Source: an optimization exercise on an open RTL-to-GDS flow (aim: small area, a short achievable clock period and few clock cycles per item). Production flows keep margins and buffers that such runs may drop. Function was checked by simulation only, so behaviour that the tests miss may differ from the original.

the reference run:
// aes_engine
module aes_engine (
  input  wire         clk,
  input  wire         rst,           
  input  wire         key_valid,
  output wire         key_ready,
  input  wire [255:0] key,           
  input  wire [1:0]   key_len,       
  input  wire         in_valid,
  output wire         in_ready,
  input  wire [127:0] in_data,
  input  wire         in_decrypt,    
  output wire         out_valid,
  input  wire         out_ready,
  output wire [127:0] out_data
);
Size: about 11000 cells after synthesis, ~520 I/O pins, ~86000 um2 of cells after synthesis.
Settings: LEC_CHECK=0, CAP_MARGIN=40, CORE_MARGIN=2, CORE_UTILIZATION=50, SETUP_SLACK_MARGIN=5, SLEW_MARGIN=40; clock period 11.0 ns.
standard.sh (not shown) runs the stock make flow with config.mk's settings and CLKGATE_MAP_FILE= SYNTH_SCRIPT=/design/flow/synth_recipe.tcl, a recipe that flattens the netlist after the stock synthesis.
==> flow/flow/run.sh <==
#!/bin/bash
# Own layout flow. It is the standard layout (standard.sh) with two
# changes:
# - synthesis: ABC maps the logic with an area-oriented script (flow/own.abc)
#   instead of ORFS's speed script. The synthesis is otherwise the standard flow's own
#   (synth_recipe.tcl, ORFS's synth.tcl), so registers come out with the same
#   names and cell types; run.sh checks that against the standard synthesis
#   and stops if they differ;
# - placement: every input and output port still gets a buffer, but the
#   smallest one (buf_1) rather than the one buffer_ports picks by default.
# Each tool's output goes to a log file of its own.
set -euo pipefail
W=$(pwd)
R=orfs/results/${FLOW_PLATFORM}/aes_engine/base
OWN=$W/own

# the standard synthesis, for reference
bash standard.sh synth > synth_std.log 2>&1

# the same synthesis with the area-oriented ABC script
OWN_WORK=$W OWN_ABC_SCRIPT=$W/flow/own.abc \
  make -C "$FLOW_HOME" DESIGN_CONFIG="$W/config.mk" WORK_HOME="$OWN" CLKGATE_MAP_FILE= \
  SYNTH_SCRIPT="$W/flow/own_synth.tcl" "$OWN/results/${FLOW_PLATFORM}/aes_engine/base/1_2_yosys.v" \
  > synth_own.log 2>&1

python3 flow/regs.py "$R/1_2_yosys.v" > regs_std.txt
python3 flow/regs.py "$OWN/results/${FLOW_PLATFORM}/aes_engine/base/1_2_yosys.v" > regs_own.txt
cmp regs_std.txt regs_own.txt > regs_cmp.log 2>&1

cp "$R/1_2_yosys.v" std_synth.v
cp "$OWN/results/${FLOW_PLATFORM}/aes_engine/base/1_2_yosys.v" "$R/1_2_yosys.v"
rm -f "$R/1_synth.odb"

BUFFER_PORTS_ARGS="-buffer_cell sky130_fd_sc_hd__buf_1" bash standard.sh > layout.log 2>&1
Other scripts of this flow, unchanged in this note and not shown: flow/flow/own.abc, flow/flow/own_synth.tcl, flow/flow/regs.py
Testbench counts of the reference run, summed over its fixed seeds: cycles 19,433, blocks 1,536.
Inputs modified between the reference run and the trial run:
--- a/flow/flow/run.sh
+++ b/flow/flow/run.sh
@@ -1,12 +1,8 @@
 #!/bin/bash
-# Own layout flow. It is the standard layout (standard.sh) with two
-# changes:
-# - synthesis: ABC maps the logic with an area-oriented script (flow/own.abc)
-#   instead of ORFS's speed script. The synthesis is otherwise the standard flow's own
-#   (synth_recipe.tcl, ORFS's synth.tcl), so registers come out with the same
-#   names and cell types; run.sh checks that against the standard synthesis
-#   and stops if they differ;
-# - placement: every input and output port still gets a buffer, but the
-#   smallest one (buf_1) rather than the one buffer_ports picks by default.
-# Each tool's output goes to a log file of its own.
+# Own layout flow. It is the standard layout (standard.sh) with one change
+# in synthesis: ABC maps the logic with an area-oriented script (flow/own.abc)
+# instead of ORFS's speed script. The synthesis is otherwise the standard flow's own
+# (synth_recipe.tcl, ORFS's synth.tcl), so registers come out with the same
+# names and cell types; run.sh checks that against the standard synthesis and
+# stops if they differ. Each tool's output goes to a log file of its own.
 set -euo pipefail
@@ -33,2 +29,2 @@
 
-BUFFER_PORTS_ARGS="-buffer_cell sky130_fd_sc_hd__buf_1" bash standard.sh > layout.log 2>&1
+bash standard.sh > layout.log 2>&1
Results
In the flow results for the trial run and the reference run, the smallest setup slack after layout is smaller on the trial run.
Final standard cell area without fillers of the trial run exceeds that of the reference run by a few percent.
When the trial run is measured against the reference run, its met2 demand-to-capacity share in global routing turns out 0.38 points lower.
Between the reference run and the trial run, the flow reports number of global-route vias before repair increasing by a few percent.
The reference run has higher arrival time reported for the critical path endpoint than the trial run.
Between the trial run and the reference run, the register-to-register setup slack does not differ in any meaningful way.
Summary of the trial run over the reference run: worst hold slack after final layout was more or less identical; sequential share of layout area went down; clock network area share level.

[afterwards: timing with drivers on the ports]
Ports are ideal in the flow. The routed layouts listed here were re-timed in OpenROAD.
Step 1, drivers: a clkbuf_16 drives clk and a buf_2 each remaining input, both assumed.
Step 2 also shifts input and output timing later by t, the mid clock arrival at the registers, as if the neighbouring blocks saw the same clock.
Three values: no drivers, after step 1, after step 2; two values: the first two.
run | shift t [ns] | slack for setup (ns) | clock arrival spread, ns | worst register clock-pin slew, ns | worst slew at a driven data input, ns
the reference run | 0.881 | 4.933 / 4.871 / 4.139 | 0.097 / 0.096 | 0.07 / 0.07 | 0.14
the trial run | 0.910 | 4.863 / 4.771 / 4.068 | 0.062 / 0.062 | 0.07 / 0.07 | 0.09
After both steps setup and hold are still met in every run listed. For the trial run, which loses most, drivers alone change the setup slack by -0.092 ns; drivers and shift together by -0.795 ns.
